This is an optimization exercise on Yosys and OpenROAD, whose aim is small area, a short achievable clock period and few clock cycles per item, not a production implementation.
Where RTL was checked, it was by simulation tests only, not by an equivalence proof against the original.
Power and IR drop assume default switching activity.

==> 05-04: inputs <==
## zlc_tilechk
module zlc_tilechk (
    input  wire         clk,
    input  wire         rst,          
    input  wire [15:0]  cfg_lenm1,    
    input  wire         in_valid,
    output wire         in_ready,
    input  wire [255:0] in_data,      
    input  wire         in_first,
    input  wire         in_last,
    output wire         res_valid,
    output wire [2:0]   res_check,    
    output wire [31:0]  res_crc       
);
clock: 50.0 ns
lec_check: 0
abc_clock_period_in_ps: 30000
cap_margin: 20
core_margin: 2
core_utilization: 40
slew_margin: 20
standard.sh (not shown) runs the stock make flow with config.mk's settings and CLKGATE_MAP_FILE= SYNTH_SCRIPT=/design/flow/synth_recipe.tcl, a recipe that flattens the netlist after the stock synthesis.
==> flow/flow/run.sh <==
#!/bin/bash
# Standard layout, with the ports buffered by sky130_fd_sc_hd__buf_2
# instead of the buffer that buffer_ports picks by default.
set -e
export BUFFER_PORTS_ARGS="-buffer_cell sky130_fd_sc_hd__buf_2"
bash standard.sh > standard.log 2>&1
==> 08-16: changes against 05-04 <==
==> flow/flow/run.sh (replaced) <==
#!/bin/bash
# Standard layout, with the ports buffered by sky130_fd_sc_hd__buf_4
# instead of the buffer that buffer_ports picks by default.
set -e
export BUFFER_PORTS_ARGS="-buffer_cell sky130_fd_sc_hd__buf_4"
bash standard.sh > standard.log 2>&1
==> out/results.ini <==
[outcome]
status = complete, no violations

[final_layout]
multi_input_comb_area_um2 = 23500
drive_gt1_share_pct = 15.4
clkbuf_count = 21

[worst_setup_path]
worst-path-stages = 26

[power_and_ir_drop]
internal_power_uw = 1230
pwr-share-seq_pct = 9.9

[global_route]
grt_pass1_vias = 23302

The numbers above come from 08-16.

==> out/results.ini <==
[outcome]
status = complete, no violations

[synthesis]
synth_common_cells = xnor2_1, xor2_1, inv_1

[final_layout]
mostFrequentLayoutCells = xnor2_1, xor2_1, buf_2
clkbuf_count = 20
multi_input_comb_area_um2 = 23400

[power_and_ir_drop]
pwr-share-seq_pct = 10.0
internal_power_uw = 1220

[global_route]
grt_pass1_vias = 23231

The numbers above come from 05-04.

Function was not checked in any run of this note: the RTL went through the layout flow alone.

* * *

==> run a: inputs <==
zlc_tilechk, a different RTL version from the one above (not shown whole).
clock: 50.0 ns
lec_check: 0
abc_clock_period_in_ps: 30000
cap_margin: 20
core_margin: 2
core_utilization: 40
slew_margin: 20
==> flow/flow/run.sh <==
#!/bin/bash
# Standard layout, with the ports buffered by sky130_fd_sc_hd__buf_2
# instead of the buffer that buffer_ports picks by default.
set -e
export BUFFER_PORTS_ARGS="-buffer_cell sky130_fd_sc_hd__buf_2"
bash standard.sh > standard.log 2>&1
==> run b: changes against run a <==
==> flow/flow/run.sh (replaced) <==
#!/bin/bash
# Standard layout, with the ports buffered by sky130_fd_sc_hd__buf_2 instead
# of the buffer that buffer_ports picks by default, and ORFS's timing repair
# aiming at a setup slack of SETUP_SLACK_MARGIN ns at the design's period.
set -e
export BUFFER_PORTS_ARGS="-buffer_cell sky130_fd_sc_hd__buf_2"
export SETUP_SLACK_MARGIN=37.5
bash standard.sh > standard.log 2>&1
==> qor summary <==
|  | run b | run a |
|---|---|---|
| Number of resized instances in the post-cts repair step | 478 | 0 |
| Bufs and invs on worst path | 4 | 3 |
| Worst slew margin relative to its limit | 19.9% | 15.9% |
| Routed wire length per instance | 37.9 um | 38.9 um |
| Proportion of power drawn by the clock network | 4.5% | 5.2% |
| Non-CTS buffers | 510 | 358 |
| Fraction of standard cell area in multi-input logic | 73.7% | 73.9% |
| Power after layout | 0.00298 W | 0.00260 W |
| Data required time at the worst endpoint | 50.35 ns | 50.37 ns |
| Setup crit start | in_data[44] | in_data[43] |
| Unrepaired setup endpoints after global routing | yes | no |
| Reg2reg setup slack | 44.73 ns | 43.77 ns |
| Total vias in the final route | 24900 | 23800 |
| Outcome | complete, no violations | complete, no violations |
| Multi-Input Combinational | 2569 | 2568 |
No functional check of the RTL was part of any run of this note.

* * *

==> inputs of v32 <==
Another version of the RTL of zlc_tilechk (not shown whole).
==> flow/design.v (excerpt) <==
module zlc_tilechk (
    input  wire         clk,
    input  wire         rst,          
    input  wire [15:0]  cfg_lenm1,    
    input  wire         in_valid,
    output wire         in_ready,
    input  wire [255:0] in_data,      
    input  wire         in_first,
    input  wire         in_last,
    output wire         res_valid,
    output wire [2:0]   res_check,    
    output wire [31:0]  res_crc       
);
clock: 50.0 ns
lec_check: 0
abc_clock_period_in_ps: 30000
cap_margin: 20
core_margin: 2
core_utilization: 50
slew_margin: 20
==> flow/flow/run.sh <==
#!/bin/bash
# Standard layout, with the ports buffered by sky130_fd_sc_hd__buf_2
# instead of the buffer that buffer_ports picks by default, and ORFS's timing
# repair aiming at a setup slack of SETUP_SLACK_MARGIN ns at the design's period.
set -e
export BUFFER_PORTS_ARGS="-buffer_cell sky130_fd_sc_hd__buf_2"
export SETUP_SLACK_MARGIN=36.0
bash standard.sh > standard.log 2>&1
==> inputs of v30, as changes to v32 <==
==> flow/flow/run.sh (replaced) <==
#!/bin/bash
# Standard layout, with the ports buffered by sky130_fd_sc_hd__buf_1
# instead of the buffer that buffer_ports picks by default, and ORFS's timing
# repair aiming at a setup slack of SETUP_SLACK_MARGIN ns at the design's period.
set -e
export BUFFER_PORTS_ARGS="-buffer_cell sky130_fd_sc_hd__buf_1"
export SETUP_SLACK_MARGIN=36.0
bash standard.sh > standard.log 2>&1
Settings changed: CORE_UTILIZATION 50 to 40.
==> inputs of v14, as changes to v32 <==
--- a/flow/flow/run.sh
+++ b/flow/flow/run.sh
@@ -5,4 +5,4 @@
 set -e
 export BUFFER_PORTS_ARGS="-buffer_cell sky130_fd_sc_hd__buf_2"
-export SETUP_SLACK_MARGIN=36.0
+export SETUP_SLACK_MARGIN=36.3
 bash standard.sh > standard.log 2>&1
Settings changed: CORE_UTILIZATION 50 to 40.
==> inputs of v33, as changes to v32 <==
Settings changed: CORE_UTILIZATION 50 to 40.
==> comparison <==
v33 finished with timing, DRC and antenna clean. v30 finished clean. v14 passed the timing, DRC and antenna checks. v32 ran to the end with no violations.
In critical path depth, v33 and v30 do not differ.
In v30 the clock power is smaller than in v32, by about 10%.
First-iteration DRC count: v33 < v14 < v30 < v32.
Count of clock-buffer cells in the layout, lowest first: v14, v30, v32, v33.
Synthesized area is the same in v33 and v30.
Sequential share of layout area, highest first: v32, v33, v30, v14.
==> figures <==
                                                          v14       v30       v33       v32
Chip width                                             264 um    264 um    264 um    237 um
Power Internal                                        1210 uW   1190 uW   1190 uW   1200 uW
Slowest stage delay, CP                               0.77 ns   1.01 ns   1.01 ns   0.81 ns
Share of cell area taken by multi-input logic gates     74.1%     74.2%     74.4%     75.0%
Clock Power Share                                        4.7%      4.6%      4.8%      5.2%
Result of the run            no timing/DRC/antenna violations  no timing/DRC/antenna violations  no timing/DRC/antenna violations  no timing/DRC/antenna violations
Least-Margin Pin Slew                                 1.26 ns   1.30 ns   1.33 ns   1.30 ns
Count of plain and timing-repair buffers                  355       408       344       335
Fraction of standard cell area that is sequential       11.4%     11.5%     11.6%     11.6%
Number of instances in the placed design                 4119      4179      4123      3932
Required time of the worst setup path                50.19 ns  50.23 ns  50.17 ns  50.20 ns
Total vias in the final route                           23900     24300     24000     24900
Net switching fraction of the power                     55.4%     55.1%     55.2%     54.2%
Power dissipated by switching net loads               1500 uW   1460 uW   1470 uW   1410 uW
Testbench counts of v32, summed over its fixed seeds: cycles 66,901, entries 66,893.
Testbench counts of v30, summed over its fixed seeds: cycles 66,901, entries 66,893.
Testbench counts of v14, summed over its fixed seeds: cycles 66,901, entries 66,893.
Testbench counts of v33, summed over its fixed seeds: cycles 66,901, entries 66,893.

* * *

==> inputs of job 5539 <==
zlc_tilechk, a different RTL version from the one above (not shown whole).
export LEC_CHECK = 0
export ABC_CLOCK_PERIOD_IN_PS = 30000
export CAP_MARGIN = 20
export CORE_MARGIN = 2
export CORE_UTILIZATION = 40
export SLEW_MARGIN = 20
create_clock -name core_clock -period 50.0 [get_ports {clk}]
==> flow/flow/run.sh <==
#!/bin/bash
# Standard layout, with the ports buffered by sky130_fd_sc_hd__buf_2
# instead of the buffer that buffer_ports picks by default.
set -e
export BUFFER_PORTS_ARGS="-buffer_cell sky130_fd_sc_hd__buf_2"
bash standard.sh > standard.log 2>&1
==> job 8149 (differences from job 5539) <==
--- a/flow/flow/run.sh
+++ b/flow/flow/run.sh
@@ -5,2 +5,3 @@
 export BUFFER_PORTS_ARGS="-buffer_cell sky130_fd_sc_hd__buf_2"
+export SETUP_SLACK_MARGIN=36.5
 bash standard.sh > standard.log 2>&1
==> job 649 (differences from job 5539) <==
--- a/flow/flow/run.sh
+++ b/flow/flow/run.sh
@@ -5,2 +5,3 @@
 export BUFFER_PORTS_ARGS="-buffer_cell sky130_fd_sc_hd__buf_2"
+export SETUP_SLACK_MARGIN=36.0
 bash standard.sh > standard.log 2>&1
==> qor summary <==
quantity                                        job 5539       job 649      job 8149
Fillers                                             6821          6817          6784
Via count of the first global-routing pass         22700         22800         23000
Result of the run       no timing/DRC/antenna violations  no timing/DRC/antenna violations  no timing/DRC/antenna violations
F_max                                         0.0701 GHz    0.0718 GHz    0.0729 GHz
Area occupied by multi-input gates           22700 sq um   22800 sq um   23000 sq um
Antenna cell count                                     1             4             3
Wirelength per Cell                         39.0 microns  38.7 microns  37.7 microns
Worst hold slack                                0.529 ns      0.531 ns      0.541 ns
Post-placement setup slack                      35.36 ns      35.30 ns      35.55 ns
Worst setup path start                        in_data[0]   in_data[70]  in_data[210]
Number of DRC markers in iteration 0                3800          3610          3545
Layout non-clock buf frac                          6.14%         6.70%         7.62%
Post-route core utilization                        45.1%         45.5%         46.4%
Placed instance area                         29800 sq um   29900 sq um   29800 sq um
Function was not checked in any run of this note: the RTL went through the layout flow alone.

* * *

==> run M: inputs <==
Another version of the RTL of zlc_tilechk (not shown whole).
==> module zlc_tilechk, before the edit <==
module zlc_tilechk (
    input  wire         clk,
    input  wire         rst,          
    input  wire [15:0]  cfg_lenm1,    
    input  wire         in_valid,
    output wire         in_ready,
    input  wire [255:0] in_data,      
    input  wire         in_first,
    input  wire         in_last,
    output wire         res_valid,
    output wire [2:0]   res_check,    
    output wire [31:0]  res_crc       
);
    assign in_ready = 1'b1;
    reg         v_q;                  
    reg         last_q, first_q;
    reg         hdr_q;                
    reg         hold_q;               
    reg  [31:0] y_q;                  
    reg  [31:0] field_q;              
    reg         poison_q;             
    reg         ok_a_q, bounds_q, big_q, nnz0_q;
    reg  [13:0] nm1_q, nnzm1_q;
    reg  [6:0]  lx_q, hx_q;
    reg  [1:0]  kv_q;
    reg  [2:0]  hfail_q;              
    reg  [7:0]  rem_q;                
    wire        hdr_now = v_q ? last_q : hold_q;
    wire        take    = in_valid && !rst;
    wire        after_hdr = hdr_q && !hdr_now;
    wire [31:0] s_in = hdr_now ? 32'hFFFF_FFFF :
                       hdr_q   ? field_q : y_q;
    wire [31:0] u_in = after_hdr ? y_q : 32'd0;
    wire [31:0] y_n;
    tc_crc_step u_crc (
        .s (s_in),
        .d (in_data),
        .u (u_in),
        .y (y_n)
    );
    wire        ok_a, bounds_ok, big, nnz0;
    wire [13:0] nm1, nnzm1;
    wire [6:0]  lx, hx;
    wire [1:0]  kv;
    tc_header_a u_hdr_a (
        .hdr (in_data), .lenm1 (cfg_lenm1),
        .ok_a (ok_a), .bounds_ok (bounds_ok), .nm1 (nm1), .big (big),
        .kv (kv), .lx (lx), .hx (hx), .nnzm1 (nnzm1), .nnz0 (nnz0)
    );
    always @(posedge clk) begin
        v_q      <= take;
        last_q   <= in_last;
        first_q  <= in_first;
        poison_q <= in_data[10];
        ok_a_q   <= ok_a;
        bounds_q <= bounds_ok;
        big_q    <= big;
        nm1_q    <= nm1;
        kv_q     <= kv;
        lx_q     <= lx;
        hx_q     <= hx;
        nnzm1_q  <= nnzm1;
        nnz0_q   <= nnz0;
        hold_q   <= rst || hdr_now;
        if (take) begin
            y_q   <= y_n;
            hdr_q <= hdr_now;
            if (hdr_now) begin
                field_q <= in_data[255:224];
                rem_q   <= {1'b0, in_data[22:16]} + 8'd1;    
            end else if (rem_q != 8'hFF) begin
                rem_q   <= rem_q - 8'd1;
            end
        end
    end
    wire hvalid;
    tc_header_b u_hdr_b (
        .ok_a (ok_a_q), .nm1 (nm1_q), .big (big_q), .kv (kv_q), .lx (lx_q), .hx (hx_q),
        .nnzm1 (nnzm1_q), .nnz0 (nnz0_q), .valid (hvalid)
    );
    wire [2:0] hcode = !first_q  ? 3'd1 :
                       !hvalid   ? 3'd2 :
                       !bounds_q ? 3'd3 :
                       poison_q  ? 3'd4 : 3'd0;
    always @(posedge clk) begin
        if (v_q && hdr_q)
            hfail_q <= hcode;
    end
    assign res_valid = v_q && last_q;
    assign res_check = hdr_q               ? ((hcode != 3'd0) ? hcode : 3'd5) :
                       (hfail_q != 3'd0)   ? hfail_q :
                       (rem_q != 8'd0)     ? 3'd5 :
                       (y_q != ~field_q)   ? 3'd6 : 3'd0;
    assign res_crc   = ~y_q;
endmodule
==> module tc_header_a, before the edit <==
module tc_header_a (
    input  wire [255:0] hdr,        
    input  wire [15:0]  lenm1,      
    output wire         ok_a,       
    output wire         bounds_ok,  
    output wire [13:0]  nm1,        
    output wire         big,        
    output wire [1:0]   kv,         
    output wire [6:0]   lx,         
    output wire [6:0]   hx,         
    output wire [13:0]  nnzm1,      
    output wire         nnz0        
);
    wire [31:0] w0 = hdr[31:0];
    wire [31:0] w1 = hdr[63:32];
    wire [31:0] w2 = hdr[95:64];
    wire [31:0] w4 = hdr[159:128];
    wire [31:0] w6 = hdr[223:192];
    wire [3:0]  fmt      = w0[3:0];
    wire [1:0]  bs       = w0[5:4];
    wire [1:0]  rnd      = w0[7:6];
    wire        c_bit    = w0[8];
    wire        d_bit    = w0[9];
    wire [3:0]  hver     = w0[15:12];
    wire [6:0]  pum1     = w0[22:16];
    wire [12:0] rowsm1   = w1[12:0];
    wire [12:0] colsm1   = w1[28:16];
    wire [13:0] nnz      = w2[13:0];
    wire [19:0] src_id   = w4[19:0];
    wire [3:0]  src_kind = w4[23:20];
    wire wide16  = (fmt[2:1] == 2'd0);                     
    wire narrow4 = fmt[2] & fmt[0];                        
    wire c1 = (hver == 4'd1);
    wire c2 = (rnd != 2'd3) && !(wide16 && (bs != 2'd0 || rnd != 2'd0)) && !fmt[3];
    wire c3 = !(c_bit && d_bit);
    wire c4 = (src_kind <= 4'd2) &&
              !(src_kind == 4'd1 && src_id[19:6] != 14'd0) &&
              !(src_kind == 4'd2 && src_id != 20'd0);
    wire c5 = (w0[31:23] == 9'd0) && (w1[15:13] == 3'd0) && (w1[31:29] == 3'd0) &&
              (w2[31:14] == 18'd0) && (w4[31:24] == 8'd0) && (w6 == 32'd0);
    wire [7:0] r_div, c_div;            
    genvar k;
    generate
        for (k = 0; k < 8; k = k + 1) begin : g_div
            if (k == 0) begin : g0
                assign r_div[k] = 1'b1;
                assign c_div[k] = 1'b1;
            end else begin : gk
                assign r_div[k] = &rowsm1[k-1:0];
                assign c_div[k] = &colsm1[k-1:0];
            end
        end
    endgenerate
    wire [7:0] n_div;                   
    generate
        for (k = 0; k < 8; k = k + 1) begin : g_ndiv
            if (k < 4) begin : glo
                assign n_div[k] = 1'b1;
            end else begin : ghi
                wire [k:0] t;
                genvar i;
                for (i = 0; i <= k; i = i + 1) begin : g_t
                    assign t[i] = r_div[i] & c_div[k-i];
                end
                assign n_div[k] = |t;
            end
        end
    endgenerate
    wire c6 = wide16 || n_div[4 + bs];
    wire        r_small = (rowsm1[12:7] == 6'd0);
    wire        c_small = (colsm1[12:7] == 6'd0);
    tc_nm1 u_nm1 (.r (rowsm1), .c (colsm1), .nm1 (nm1));
    wire [13:0] lead;
    generate
        for (k = 0; k < 14; k = k + 1) begin : g_lead
            assign lead[k] = ({1'b0, rowsm1} >= (14'd1 << k) - 14'd1) &&
                             ({1'b0, colsm1} >= (14'd1 << (13 - k)) - 14'd1);
        end
    endgenerate
    assign big = (|lead) | (!r_small && !c_small);
    wire [6:0] xmin;
    wire       exact_x;
    tc_xmin u_xmin (.pum1 (pum1), .j ({1'b0, bs} + (narrow4 ? 3'd3 : 3'd4)), .xmin (xmin), .exact (exact_x));
    reg [6:0] xmax;
    always @(*) begin
        case ({narrow4, bs})
            3'b000: xmax = 7'd119;    
            3'b001: xmax = 7'd123;    
            3'b010: xmax = 7'd125;    
            3'b011: xmax = 7'd126;    
            3'b100: xmax = 7'd112;    
            3'b101: xmax = 7'd119;    
            3'b110: xmax = 7'd123;    
            default: xmax = 7'd125;   
        endcase
    end
    reg [6:0] lx_r, hx_r;
    reg       exact;
    always @(*) begin
        if (wide16) begin                                  
            lx_r  = pum1;
            hx_r  = c_bit ? 7'd127 : pum1;
            exact = 1'b1;
        end else if (pum1 == 7'd0) begin                   
            lx_r  = 7'd0;
            hx_r  = xmax;
            exact = 1'b0;
        end else begin                                     
            lx_r  = xmin;
            hx_r  = c_bit ? xmax : xmin;
            exact = exact_x;
        end
    end
    assign lx = lx_r;
    assign hx = hx_r;
    assign kv = wide16 ? 2'd0 : narrow4 ? 2'd2 : 2'd1;
    assign ok_a  = c1 & c2 & c3 & c4 & c5 & c6 & (c_bit | exact);
    assign nnzm1 = nnz - 14'd1;
    assign nnz0  = (nnz == 14'd0);
    assign bounds_ok = ({4'd0, pum1, 5'h1F} <= lenm1);
endmodule
==> module tc_header_b, before the edit <==
module tc_header_b (
    input  wire         ok_a,
    input  wire [13:0]  nm1,
    input  wire         big,
    input  wire [1:0]   kv,
    input  wire [6:0]   lx,
    input  wire [6:0]   hx,
    input  wire [13:0]  nnzm1,
    input  wire         nnz0,
    output wire         valid
);
    wire [9:0] x = (kv == 2'd0) ? nm1[13:4] :
                   (kv == 2'd1) ? {1'b0, nm1[13:5]} : {2'b0, nm1[13:6]};
    wire c79 = (x >= {3'd0, lx}) && (x <= {3'd0, hx});
    wire c8  = nnz0 || (nm1 >= nnzm1);
    assign valid = ok_a & !big & c79 & c8;
endmodule
export LEC_CHECK = 0
export ABC_CLOCK_PERIOD_IN_PS = 30000
export CAP_MARGIN = 20
export CORE_MARGIN = 2
export CORE_UTILIZATION = 40
export SLEW_MARGIN = 20
create_clock -name core_clock -period 50.0 [get_ports {clk}]
==> flow/flow/run.sh <==
#!/bin/bash
# Standard layout, with the ports buffered by sky130_fd_sc_hd__buf_2
# instead of the buffer that buffer_ports picks by default, and ORFS's timing
# repair aiming at a setup slack of SETUP_SLACK_MARGIN ns at the design's period.
set -e
export BUFFER_PORTS_ARGS="-buffer_cell sky130_fd_sc_hd__buf_2"
export SETUP_SLACK_MARGIN=36.0
bash standard.sh > standard.log 2>&1
==> inputs of run X, as changes to run M <==
--- a/flow/design.v
+++ b/flow/design.v
@@ -25,2 +25,3 @@
     reg  [1:0]  kv_q;
+    reg  [6:0]  pum1_q;
     reg  [2:0]  hfail_q;              
@@ -63,2 +64,3 @@
         nnz0_q   <= nnz0;
+        pum1_q   <= in_data[22:16];
         hold_q   <= rst || hdr_now;
@@ -67,8 +69,4 @@
             hdr_q <= hdr_now;
-            if (hdr_now) begin
+            if (hdr_now)
                 field_q <= in_data[255:224];
-                rem_q   <= {1'b0, in_data[22:16]} + 8'd1;    
-            end else if (rem_q != 8'hFF) begin
-                rem_q   <= rem_q - 8'd1;
-            end
         end
@@ -85,4 +83,10 @@
     always @(posedge clk) begin
-        if (v_q && hdr_q)
-            hfail_q <= hcode;
+        if (v_q) begin
+            if (hdr_q) begin
+                hfail_q <= hcode;
+                rem_q   <= {1'b0, pum1_q} + 8'd1;
+            end else if (rem_q != 8'hFF) begin
+                rem_q   <= rem_q - 8'd1;
+            end
+        end
     end
@@ -91,3 +95,3 @@
                        (hfail_q != 3'd0)   ? hfail_q :
-                       (rem_q != 8'd0)     ? 3'd5 :
+                       (rem_q != 8'd1)     ? 3'd5 :
                        (y_q != ~field_q)   ? 3'd6 : 3'd0;
- TNS_END_PERCENT: unset -> 5
==> inputs of run G, as changes to run M <==
--- a/flow/design.v
+++ b/flow/design.v
@@ -22,5 +22,4 @@
     reg         ok_a_q, bounds_q, big_q, nnz0_q;
-    reg  [13:0] nm1_q, nnzm1_q;
-    reg  [6:0]  lx_q, hx_q;
-    reg  [1:0]  kv_q;
+    reg  [13:0] nm1_q, lo_q, hi_q, nnzm1_q;
+    reg  [6:0]  pum1_q;
     reg  [2:0]  hfail_q;              
@@ -29,5 +28,6 @@
     wire        take    = in_valid && !rst;
+    localparam [31:0] P_FIX = 32'h7D16_3C71;
     wire        after_hdr = hdr_q && !hdr_now;
     wire [31:0] s_in = hdr_now ? 32'hFFFF_FFFF :
-                       hdr_q   ? field_q : y_q;
+                       hdr_q   ? (field_q ^ (poison_q ? P_FIX : 32'd0)) : y_q;
     wire [31:0] u_in = after_hdr ? y_q : 32'd0;
@@ -41,5 +41,3 @@
     wire        ok_a, bounds_ok, big, nnz0;
-    wire [13:0] nm1, nnzm1;
-    wire [6:0]  lx, hx;
-    wire [1:0]  kv;
+    wire [13:0] nm1, lo, hi, nnzm1;
     tc_header_a u_hdr_a (
@@ -47,3 +45,3 @@
         .ok_a (ok_a), .bounds_ok (bounds_ok), .nm1 (nm1), .big (big),
-        .kv (kv), .lx (lx), .hx (hx), .nnzm1 (nnzm1), .nnz0 (nnz0)
+        .lo (lo), .hi (hi), .nnzm1 (nnzm1), .nnz0 (nnz0)
     );
@@ -53,3 +51,2 @@
         first_q  <= in_first;
-        poison_q <= in_data[10];
         ok_a_q   <= ok_a;
@@ -58,7 +55,7 @@
         nm1_q    <= nm1;
-        kv_q     <= kv;
-        lx_q     <= lx;
-        hx_q     <= hx;
+        lo_q     <= lo;
+        hi_q     <= hi;
         nnzm1_q  <= nnzm1;
         nnz0_q   <= nnz0;
+        pum1_q   <= in_data[22:16];
         hold_q   <= rst || hdr_now;
@@ -68,6 +65,4 @@
             if (hdr_now) begin
-                field_q <= in_data[255:224];
-                rem_q   <= {1'b0, in_data[22:16]} + 8'd1;    
-            end else if (rem_q != 8'hFF) begin
-                rem_q   <= rem_q - 8'd1;
+                field_q  <= in_data[255:224];
+                poison_q <= in_data[10];
             end
@@ -77,3 +72,3 @@
     tc_header_b u_hdr_b (
-        .ok_a (ok_a_q), .nm1 (nm1_q), .big (big_q), .kv (kv_q), .lx (lx_q), .hx (hx_q),
+        .ok_a (ok_a_q), .nm1 (nm1_q), .big (big_q), .lo (lo_q), .hi (hi_q),
         .nnzm1 (nnzm1_q), .nnz0 (nnz0_q), .valid (hvalid)
@@ -85,4 +80,10 @@
     always @(posedge clk) begin
-        if (v_q && hdr_q)
-            hfail_q <= hcode;
+        if (v_q) begin
+            if (hdr_q) begin
+                hfail_q <= hcode;
+                rem_q   <= {1'b0, pum1_q} + 8'd1;
+            end else if (rem_q != 8'hFF) begin
+                rem_q   <= rem_q - 8'd1;
+            end
+        end
     end
@@ -91,3 +92,3 @@
                        (hfail_q != 3'd0)   ? hfail_q :
-                       (rem_q != 8'd0)     ? 3'd5 :
+                       (rem_q != 8'd1)     ? 3'd5 :
                        (y_q != ~field_q)   ? 3'd6 : 3'd0;
@@ -102,5 +103,4 @@
     output wire         big,        
-    output wire [1:0]   kv,         
-    output wire [6:0]   lx,         
-    output wire [6:0]   hx,         
+    output wire [13:0]  lo,         
+    output wire [13:0]  hi,
     output wire [13:0]  nnzm1,      
@@ -191,16 +191,20 @@
     end
-    reg [6:0] lx_r, hx_r;
-    reg       exact;
+    reg [13:0] lo_r, hi_r;
+    reg        exact;
     always @(*) begin
         if (wide16) begin                                  
-            lx_r  = pum1;
-            hx_r  = c_bit ? 7'd127 : pum1;
+            lo_r  = {3'd0, pum1, 4'd0};
+            hi_r  = c_bit ? 14'd2047 : {3'd0, pum1, 4'hF};
             exact = 1'b1;
         end else if (pum1 == 7'd0) begin                   
-            lx_r  = 7'd0;
-            hx_r  = xmax;
+            lo_r  = 14'd0;
+            hi_r  = narrow4 ? {1'b0, xmax, 6'h3F} : {2'd0, xmax, 5'h1F};
             exact = 1'b0;
+        end else if (!narrow4) begin                       
+            lo_r  = {2'd0, xmin, 5'd0};
+            hi_r  = {2'd0, c_bit ? xmax : xmin, 5'h1F};
+            exact = exact_x;
         end else begin                                     
-            lx_r  = xmin;
-            hx_r  = c_bit ? xmax : xmin;
+            lo_r  = {1'b0, xmin, 6'd0};
+            hi_r  = {1'b0, c_bit ? xmax : xmin, 6'h3F};
             exact = exact_x;
@@ -208,5 +212,4 @@
     end
-    assign lx = lx_r;
-    assign hx = hx_r;
-    assign kv = wide16 ? 2'd0 : narrow4 ? 2'd2 : 2'd1;
+    assign lo = lo_r;
+    assign hi = hi_r;
     assign ok_a  = c1 & c2 & c3 & c4 & c5 & c6 & (c_bit | exact);
@@ -220,5 +223,4 @@
     input  wire         big,
-    input  wire [1:0]   kv,
-    input  wire [6:0]   lx,
-    input  wire [6:0]   hx,
+    input  wire [13:0]  lo,
+    input  wire [13:0]  hi,
     input  wire [13:0]  nnzm1,
@@ -227,5 +229,3 @@
 );
-    wire [9:0] x = (kv == 2'd0) ? nm1[13:4] :
-                   (kv == 2'd1) ? {1'b0, nm1[13:5]} : {2'b0, nm1[13:6]};
-    wire c79 = (x >= {3'd0, lx}) && (x <= {3'd0, hx});
+    wire c79 = (nm1 >= lo) && (nm1 <= hi);
     wire c8  = nnz0 || (nm1 >= nnzm1);
- CORE_UTILIZATION: 40 -> 60
==> results.txt <==
metric                                            run X           run G           run M
Run status                               finished clean  finished clean  finished clean
EDFF count, synth                                    76              77              76
Slowest Stage Delay on Critical Path            1.01 ns         0.87 ns         0.67 ns
Overall global routing resource usage             45.4%           58.2%           41.6%
Total Routed Length                           162000 um       139000 um       150000 um
Length of routed met2 wiring                   64600 um        51400 um        60900 um
Num Clock Sinks                                     136             138             129
Initial antenna violation count                       4               5               3
Area added between synthesis and finish           11.1%           9.83%           10.9%
Footprint of the multi-input gates         0.0224 sq mm    0.0223 sq mm    0.0230 sq mm
Crit-path slowest cell                           xor2_1         xnor2_1          xor2_1
Seq area share                                    11.6%           11.9%           11.0%
Sequential cell count                               136             138             129
Height of the die                                264 um          216 um          266 um
Testbench counts of run X, summed over its fixed seeds: cycles 66,901, entries 66,893.
Function not checked in run M and run G: the RTL went through the layout flow alone.

## port drivers added, routing unchanged
Ports are ideal in the flow. The routed layouts listed here were re-timed in OpenROAD.
Step 1: set_driving_cell puts a clkbuf_16 on clk and a buf_2 on each other input, an assumption about the parent block.
Step 2 also shifts input and output timing later by t, the mid clock arrival at the registers, as if the neighbouring blocks saw the same clock.
a / b / c = no drivers / after step 1 / after step 2; a / b = the first two.
run | t (ns) | setup slack, ns | worst setup path after step 2 | slew at the worst register clock pin (ns) | pins driven straight from the clock port
05-04 | 0.496 | 33.905 / 33.935 / 33.439 | input to register | 0.07 / 0.07 | 1
08-16 | 0.496 | 34.179 / 34.205 / 33.709 | input to register | 0.07 / 0.07 | 1
run a | 0.530 | 34.408 / 34.450 / 33.919 | input to register | 0.08 / 0.08 | 1
run b | 0.522 | 35.549 / 35.566 / 35.044 | input to register | 0.07 / 0.07 | 1
v32 | 0.510 | 35.983 / 36.017 / 35.508 | input to register | 0.08 / 0.08 | 1
v30 | 0.506 | 35.786 / 35.818 / 35.312 | input to register | 0.07 / 0.07 | 1
v14 | 0.480 | 36.160 / 36.180 / 35.700 | input to register | 0.07 / 0.07 | 1
v33 | 0.499 | 36.119 / 36.148 / 35.649 | input to register | 0.07 / 0.07 | 1
job 5539 | 0.524 | 35.734 / 35.750 / 35.226 | input to register | 0.08 / 0.08 | 1
job 8149 | 0.500 | 36.285 / 36.313 / 35.813 | input to register | 0.07 / 0.07 | 1
job 649 | 0.510 | 36.081 / 36.114 / 35.603 | input to register | 0.08 / 0.08 | 1
run M | 0.492 | 36.089 / 36.116 / 35.624 | input to register | 0.07 / 0.07 | 1
run X | 0.499 | 36.119 / 36.148 / 35.649 | input to register | 0.07 / 0.07 | 1
run G | 0.486 | 36.024 / 36.051 / 35.565 | input to register | 0.07 / 0.07 | 1
After both steps every run listed still meets setup and hold. For job 5539, which loses most, drivers alone change the setup slack by +0.016 ns; drivers and shift together by -0.508 ns.
